This is an optimization exercise on Yosys and OpenROAD, whose aim is small area, a short achievable clock period and few clock cycles per item, not a production implementation. Only simulation tests tie the RTL to the original design; equivalence was not proved.

==> flow/design.v <==
module sha256_unit (
    input  wire         clk,
    input  wire         rst,           
    input  wire         blk_valid,
    output wire         blk_ready,
    input  wire         blk_first,
    input  wire [511:0] blk_data,
    output reg          dig_valid,
    input  wire         dig_ready,
    output wire [255:0] dig_data
);
    localparam [31:0] IV0 = 32'h6a09e667, IV1 = 32'hbb67ae85, IV2 = 32'h3c6ef372, IV3 = 32'ha54ff53a,
                      IV4 = 32'h510e527f, IV5 = 32'h9b05688c, IV6 = 32'h1f83d9ab, IV7 = 32'h5be0cd19;
    function [31:0] rotr(input [31:0] x, input integer n);
        rotr = (x >> n) | (x << (32 - n));
    endfunction
    function [63:0] csa(input [31:0] x, input [31:0] y, input [31:0] z);
        csa = {x ^ y ^ z, {(x[30:0] & y[30:0]) | (x[30:0] & z[30:0]) | (y[30:0] & z[30:0]), 1'b0}};
    endfunction
    reg         run;
    reg  [5:0]  t;
    reg         fin;
    reg         fdig;
    reg         acc_done;    
    reg  [1:0]  ph;          
    reg         ivl;         
    reg         nv_r;        
    reg         nv2;         
    reg         first_r;     
    reg         use_a;       
    reg         use_e;       
    wire waiting  = !run && !fin;
    wire go       = fin && (fdig ? (nv2 && !first_r) : 1'b1);   
    wire ivload   = waiting && nv_r && first_r && !ivl && !dig_valid;
    wire pre      = waiting && nv_r && (ph == 2'd3) && (ivl == first_r);
    wire rot      = waiting && !dig_valid && (ph != 2'd3) && !ivload;
    wire last     = run && (t == 6'd63);
    wire cstep_a  = (run && use_a) || fin || pre || (rot && ph != 2'd2);
    wire cstep_e  = (run && use_e) || pre || rot;
    reg  ld_e;                                       
    reg  ld_b;                                       
    assign blk_ready = run && !acc_done && !dig_valid && (t >= 6'd13) && (t <= 6'd59);
    wire   accept    = blk_valid && blk_ready;
    reg  [31:0] a, b, c, e, f, g;
    reg  [31:0] t1, p, pd;
    reg  [31:0] kt;                      
    reg  [31:0] w [0:15];                
    reg  [31:0] qa0, qa1, qa2, qa3;      
    reg  [31:0] qe0, qe1, qe2, qe3;      
    assign dig_data = {qa0, qa1, qa2, qa3, qe0, qe1, qe2, qe3};
    wire [31:0] big_s0 = rotr(a, 2) ^ rotr(a, 13) ^ rotr(a, 22);
    wire [31:0] maj    = (a & b) ^ (a & c) ^ (b & c);
    wire [63:0] xa     = csa(t1, maj, big_s0);
    wire [31:0] a_new  = xa[63:32] + xa[31:0];
    wire [31:0] big_s1 = rotr(e, 6) ^ rotr(e, 11) ^ rotr(e, 25);
    wire [31:0] ch     = (e & f) ^ (~e & g);
    wire [63:0] xt     = csa(p, ch, big_s1);
    wire [31:0] t1_new = xt[63:32] + xt[31:0];
    wire [63:0] xe     = csa(pd, ch, big_s1);
    wire [31:0] e_new  = xe[63:32] + xe[31:0];
    wire [31:0] sum_a = qa3 + (a & {32{use_a}});
    wire [31:0] sum_e = qe3 + (e & {32{use_e}});
    wire [31:0] p_h    = ld_e ? qe2 : g;
    wire [31:0] p_d    = ld_e ? qa1 : b;
    wire [63:0] xp     = csa(p_h, kt, w[0]);
    wire [31:0] p_new  = xp[63:32] + xp[31:0];
    wire [63:0] xpd    = csa(xp[63:32], xp[31:0], p_d);
    wire [31:0] pd_new = xpd[63:32] + xpd[31:0];
    wire [31:0] sm0   = rotr(w[14], 7) ^ rotr(w[14], 18) ^ (w[14] >> 3);
    wire [31:0] sm1   = rotr(w[1], 17) ^ rotr(w[1], 19) ^ (w[1] >> 10);
    wire [63:0] xw0   = csa(sm1, w[6], sm0);
    wire [63:0] xw1   = csa(xw0[63:32], xw0[31:0], w[15]);
    wire [31:0] w_sch = xw1[63:32] + xw1[31:0];
    reg         in_sel;
    reg  [3:0]  in_idx_r;
    wire [3:0]  in_idx = pre ? 4'd1 : in_idx_r;
    wire [31:0] w_in   = blk_data[511 - 32*in_idx -: 32];
    wire [31:0] w_head = (in_sel || pre) ? w_in : w_sch;
    wire       abort = run && (t == 6'd60) && !acc_done;      
    wire       run_n = go || (run && !last && !abort);
    wire [5:0] t_n   = go ? 6'd0 : (t + 6'd1);
    wire       fin_n = last || pre;
    wire       acc_n = acc_done || accept;
    reg  [3:0] idx_n;
    reg        sel_n;
    reg  [5:0] kidx_n;
    always @(*) begin
        if (fin_n) begin                  
            idx_n = 4'd2; sel_n = 1'b1; kidx_n = 6'd1;
        end else if (run_n && t_n == 6'd63) begin    
            idx_n = 4'd1; sel_n = 1'b1; kidx_n = 6'd0;
        end else if (run_n && t_n == 6'd62) begin
            idx_n = 4'd0; sel_n = 1'b1; kidx_n = 6'd0;
        end else if (run_n) begin
            idx_n = t_n[3:0] + 4'd3; sel_n = (t_n <= 6'd12); kidx_n = t_n + 6'd2;
        end else begin                    
            idx_n = 4'd0; sel_n = 1'b1; kidx_n = 6'd0;
        end
    end
    wire [31:0] k_next;
    sha256_k u_k (.i(kidx_n), .k(k_next));
    integer k;
    always @(posedge clk) begin
        a  <= run ? a_new : sum_a;
        b  <= ld_b ? qa0 : a;
        c  <= b;
        e  <= ld_e ? sum_e : e_new;
        f  <= ld_e ? qe0 : e;
        g  <= ld_e ? qe1 : f;
        t1 <= t1_new;
        p  <= p_new;
        pd <= pd_new;
        kt <= k_next;
        w[0] <= w_head;
        for (k = 1; k < 16; k = k + 1) w[k] <= w[k-1];
        if (ivload) begin
            qa0 <= IV2; qa1 <= IV3; qa2 <= IV0; qa3 <= IV1;
            qe0 <= IV5; qe1 <= IV6; qe2 <= IV7; qe3 <= IV4;
        end else begin
            if (cstep_a) begin
                qa0 <= sum_a; qa1 <= qa0; qa2 <= qa1; qa3 <= qa2;
            end
            if (cstep_e) begin
                qe0 <= sum_e; qe1 <= qe0; qe2 <= qe1; qe3 <= qe2;
            end
        end
    end
    always @(posedge clk) begin
        nv_r    <= blk_valid && !rst;
        nv2     <= nv_r && !rst;
        first_r <= blk_first;
        if (rst) begin
            run       <= 1'b0;
            t         <= 6'd0;
            fin       <= 1'b0;
            fdig      <= 1'b0;
            acc_done  <= 1'b0;
            ph        <= 2'd0;
            ivl       <= 1'b0;
            dig_valid <= 1'b0;
            use_a     <= 1'b0;
            use_e     <= 1'b0;
            in_sel    <= 1'b1;
            in_idx_r  <= 4'd0;
            ld_e      <= 1'b1;
            ld_b      <= 1'b1;
        end else begin
            ld_e     <= !(run_n || fin_n) || (run_n && t_n == 6'd63);
            ld_b     <= !run_n || (run_n && t_n == 6'd63);
            in_sel   <= sel_n;
            in_idx_r <= idx_n;
            use_a    <= (run && acc_n && (t == 6'd60 || t == 6'd61 || t == 6'd62)) || last;
            use_e    <= run && acc_n && (t == 6'd59 || t == 6'd60 || t == 6'd61 || t == 6'd62);
            if (dig_valid && dig_ready)
                dig_valid <= 1'b0;
            acc_done <= acc_n && !go;
            if (ivload) begin
                ivl <= 1'b1;
                ph  <= 2'd3;
            end
            if (rot)
                ph <= ph + 2'd1;
            run <= run_n;
            t   <= t_n;
            fin <= fin_n;
            if (last) fdig <= 1'b1;
            if (pre) begin
                fdig <= 1'b0;
                ivl  <= 1'b0;
            end
            if (fin) begin
                ph <= 2'd0;
                if (fdig) dig_valid <= 1'b1;
            end
        end
    end
endmodule
module sha256_k (
    input  wire [5:0]  i,
    output reg  [31:0] k
);
    always @(*) begin
        case (i)
            6'd0: k = 32'h428a2f98;
            6'd1: k = 32'h71374491;
            6'd2: k = 32'hb5c0fbcf;
            6'd3: k = 32'he9b5dba5;
            6'd4: k = 32'h3956c25b;
            6'd5: k = 32'h59f111f1;
            6'd6: k = 32'h923f82a4;
            6'd7: k = 32'hab1c5ed5;
            6'd8: k = 32'hd807aa98;
            6'd9: k = 32'h12835b01;
            6'd10: k = 32'h243185be;
            6'd11: k = 32'h550c7dc3;
            6'd12: k = 32'h72be5d74;
            6'd13: k = 32'h80deb1fe;
            6'd14: k = 32'h9bdc06a7;
            6'd15: k = 32'hc19bf174;
            6'd16: k = 32'he49b69c1;
            6'd17: k = 32'hefbe4786;
            6'd18: k = 32'h0fc19dc6;
            6'd19: k = 32'h240ca1cc;
            6'd20: k = 32'h2de92c6f;
            6'd21: k = 32'h4a7484aa;
            6'd22: k = 32'h5cb0a9dc;
            6'd23: k = 32'h76f988da;
            6'd24: k = 32'h983e5152;
            6'd25: k = 32'ha831c66d;
            6'd26: k = 32'hb00327c8;
            6'd27: k = 32'hbf597fc7;
            6'd28: k = 32'hc6e00bf3;
            6'd29: k = 32'hd5a79147;
            6'd30: k = 32'h06ca6351;
            6'd31: k = 32'h14292967;
            6'd32: k = 32'h27b70a85;
            6'd33: k = 32'h2e1b2138;
            6'd34: k = 32'h4d2c6dfc;
            6'd35: k = 32'h53380d13;
            6'd36: k = 32'h650a7354;
            6'd37: k = 32'h766a0abb;
            6'd38: k = 32'h81c2c92e;
            6'd39: k = 32'h92722c85;
            6'd40: k = 32'ha2bfe8a1;
            6'd41: k = 32'ha81a664b;
            6'd42: k = 32'hc24b8b70;
            6'd43: k = 32'hc76c51a3;
            6'd44: k = 32'hd192e819;
            6'd45: k = 32'hd6990624;
            6'd46: k = 32'hf40e3585;
            6'd47: k = 32'h106aa070;
            6'd48: k = 32'h19a4c116;
            6'd49: k = 32'h1e376c08;
            6'd50: k = 32'h2748774c;
            6'd51: k = 32'h34b0bcb5;
            6'd52: k = 32'h391c0cb3;
            6'd53: k = 32'h4ed8aa4a;
            6'd54: k = 32'h5b9cca4f;
            6'd55: k = 32'h682e6ff3;
            6'd56: k = 32'h748f82ee;
            6'd57: k = 32'h78a5636f;
            6'd58: k = 32'h84c87814;
            6'd59: k = 32'h8cc70208;
            6'd60: k = 32'h90befffa;
            6'd61: k = 32'ha4506ceb;
            6'd62: k = 32'hbef9a3f7;
            6'd63: k = 32'hc67178f2;
            default: k = 32'h0;
        endcase
    end
endmodule
clock: 10.0 ns
lec_check: 0
cap_margin: 20
core_margin: 2
core_utilization: 40
slew_margin: 20
standard.sh (not shown) runs the stock make flow with config.mk's settings and CLKGATE_MAP_FILE= SYNTH_SCRIPT=/design/flow/synth_recipe.tcl, a recipe that flattens the netlist after the stock synthesis.
==> flow/flow/run.sh <==
#!/bin/bash
# Own layout flow: the standard flow (standard synthesis unchanged), with
#  - the port buffers made of the smallest buffer cell, and
#  - timing repair aimed at a setup margin below the clock period (the SDC
#    and its clock period are unchanged).
set -euo pipefail
MARGIN=$(cat flow/margin.txt)
bash standard.sh \
  "BUFFER_PORTS_ARGS=-buffer_cell sky130_fd_sc_hd__buf_1" \
  "SETUP_SLACK_MARGIN=${MARGIN}" \
  finish > standard.log 2>&1
==> flow/flow/margin.txt <==
6
Testbench counts at the start, summed over its fixed seeds: cycles 63,645, blocks 960.
Next try:
--- a/flow/design.v
+++ b/flow/design.v
@@ -32,7 +32,8 @@
     wire waiting  = !run && !fin;
     wire go       = fin && (fdig ? (nv2 && !first_r) : 1'b1);   
     wire ivload   = waiting && nv_r && first_r && !ivl && !dig_valid;
-    wire pre      = waiting && nv_r && (ph == 2'd3) && (ivl == first_r);
+    reg  pre;                                        
+    wire pre_d    = waiting && !pre && nv_r && (ph == 2'd3) && (ivl == first_r);
     wire rot      = waiting && !dig_valid && (ph != 2'd3) && !ivload;
     wire last     = run && (t == 6'd63);
     wire cstep_a  = (run && use_a) || fin || pre || (rot && ph != 2'd2);
@@ -60,17 +61,18 @@
     wire [31:0] e_new  = xe[63:32] + xe[31:0];
     wire [31:0] sum_a = qa3 + (a & {32{use_a}});
     wire [31:0] sum_e = qe3 + (e & {32{use_e}});
+    reg  [31:0] gb;
     wire [31:0] p_h    = ld_e ? qe2 : g;
-    wire [31:0] p_d    = ld_e ? qa1 : b;
     wire [63:0] xp     = csa(p_h, kt, w[0]);
     wire [31:0] p_new  = xp[63:32] + xp[31:0];
-    wire [63:0] xpd    = csa(xp[63:32], xp[31:0], p_d);
+    wire [63:0] xpd    = csa(gb, kt, w[0]);
     wire [31:0] pd_new = xpd[63:32] + xpd[31:0];
-    wire [31:0] sm0   = rotr(w[14], 7) ^ rotr(w[14], 18) ^ (w[14] >> 3);
+    reg  [63:0] q;
+    wire [31:0] sm0   = rotr(w[13], 7) ^ rotr(w[13], 18) ^ (w[13] >> 3);
+    wire [63:0] q_new = csa(w[5], sm0, w[14]);
     wire [31:0] sm1   = rotr(w[1], 17) ^ rotr(w[1], 19) ^ (w[1] >> 10);
-    wire [63:0] xw0   = csa(sm1, w[6], sm0);
-    wire [63:0] xw1   = csa(xw0[63:32], xw0[31:0], w[15]);
-    wire [31:0] w_sch = xw1[63:32] + xw1[31:0];
+    wire [63:0] xw    = csa(sm1, q[63:32], q[31:0]);
+    wire [31:0] w_sch = xw[63:32] + xw[31:0];
     reg         in_sel;
     reg  [3:0]  in_idx_r;
     wire [3:0]  in_idx = pre ? 4'd1 : in_idx_r;
@@ -85,7 +87,7 @@
     reg        sel_n;
     reg  [5:0] kidx_n;
     always @(*) begin
-        if (fin_n) begin                  
+        if (last) begin                   
             idx_n = 4'd2; sel_n = 1'b1; kidx_n = 6'd1;
         end else if (run_n && t_n == 6'd63) begin    
             idx_n = 4'd1; sel_n = 1'b1; kidx_n = 6'd0;
@@ -97,21 +99,30 @@
             idx_n = 4'd0; sel_n = 1'b1; kidx_n = 6'd0;
         end
     end
-    wire [31:0] k_next;
-    sha256_k u_k (.i(kidx_n), .k(k_next));
+    wire [31:0] k_rom;
+    sha256_k u_k (.i(kidx_n), .k(k_rom));
+    wire [31:0] k_next = pre ? 32'h71374491 : k_rom;    
+    wire [31:0] g_d   = ld_e ? qe1 : f;
+    wire [31:0] b_d   = ld_b ? qa0 : a;
+    wire        ld_e_n = !(run_n || fin_n) || (run_n && t_n == 6'd63);
+    reg         gb_w;        
+    reg         gb_q;        
+    wire [31:0] gb_new = (gb_w ? qe2 : (gb_q ? qe1 : f)) + (gb_w ? qa1 : ((gb_q || ld_b) ? qa0 : a));
     integer k;
     always @(posedge clk) begin
         a  <= run ? a_new : sum_a;
-        b  <= ld_b ? qa0 : a;
+        b  <= b_d;
         c  <= b;
         e  <= ld_e ? sum_e : e_new;
         f  <= ld_e ? qe0 : e;
-        g  <= ld_e ? qe1 : f;
+        g  <= g_d;
+        gb <= gb_new;
         t1 <= t1_new;
         p  <= p_new;
         pd <= pd_new;
         kt <= k_next;
         w[0] <= w_head;
+        q    <= q_new;
         for (k = 1; k < 16; k = k + 1) w[k] <= w[k-1];
         if (ivload) begin
             qa0 <= IV2; qa1 <= IV3; qa2 <= IV0; qa3 <= IV1;
@@ -144,11 +155,17 @@
             in_idx_r  <= 4'd0;
             ld_e      <= 1'b1;
             ld_b      <= 1'b1;
+            pre       <= 1'b0;
+            gb_w      <= 1'b1;
+            gb_q      <= 1'b1;
         end else begin
-            ld_e     <= !(run_n || fin_n) || (run_n && t_n == 6'd63);
+            ld_e     <= ld_e_n;
+            pre      <= pre_d;
+            gb_w     <= !run_n && !fin_n && !pre_d;
+            gb_q     <= ld_e_n || (run_n && t_n == 6'd62);
             ld_b     <= !run_n || (run_n && t_n == 6'd63);
             in_sel   <= sel_n;
-            in_idx_r <= idx_n;
+            in_idx_r <= pre ? 4'd2 : idx_n;
             use_a    <= (run && acc_n && (t == 6'd60 || t == 6'd61 || t == 6'd62)) || last;
             use_e    <= run && acc_n && (t == 6'd59 || t == 6'd60 || t == 6'd61 || t == 6'd62);
             if (dig_valid && dig_ready)
After rerunning: Area after synthesis is higher by about 6%; routed wire length is lower by 2.3%; global-route usage is lower by 2.5 points; utilization is lower by 1.6 points; clock-buffer cell count is lower by 7; register-to-register slack improves by 0.30 ns; non-clock buffer count is lower by 16; critical path depth is lower by 2.
Testbench counts after the change, summed over its fixed seeds: cycles 63,953, blocks 960.

## port drivers added, routing unchanged
The results above use ideal ports. As a check the final layouts listed here were re-extracted and re-timed, cells and wires unchanged. Step 1: set_driving_cell puts a clkbuf_16 on clk and a buf_2 on each other input, an assumption about the parent block. Step 2 moves the port delays by t, midway between the first and last clock arrival at a register: inputs arrive t later, outputs are due t later. That takes back most of the time a late clock gives input paths. Slacks: ideal ports / drivers / drivers and shift; pairs: ideal ports / drivers.
run	t (ns)	setup WS [ns]	cell pins on the clock port's net
the first run	0.833	5.529 / 5.529 / 5.529	1
the second run	0.835	5.831 / 5.831 / 5.716	1
After both steps every run listed still meets setup and hold. For the second run, which loses most, drivers alone change the setup slack by 0.000 ns; drivers and shift together by -0.115 ns.
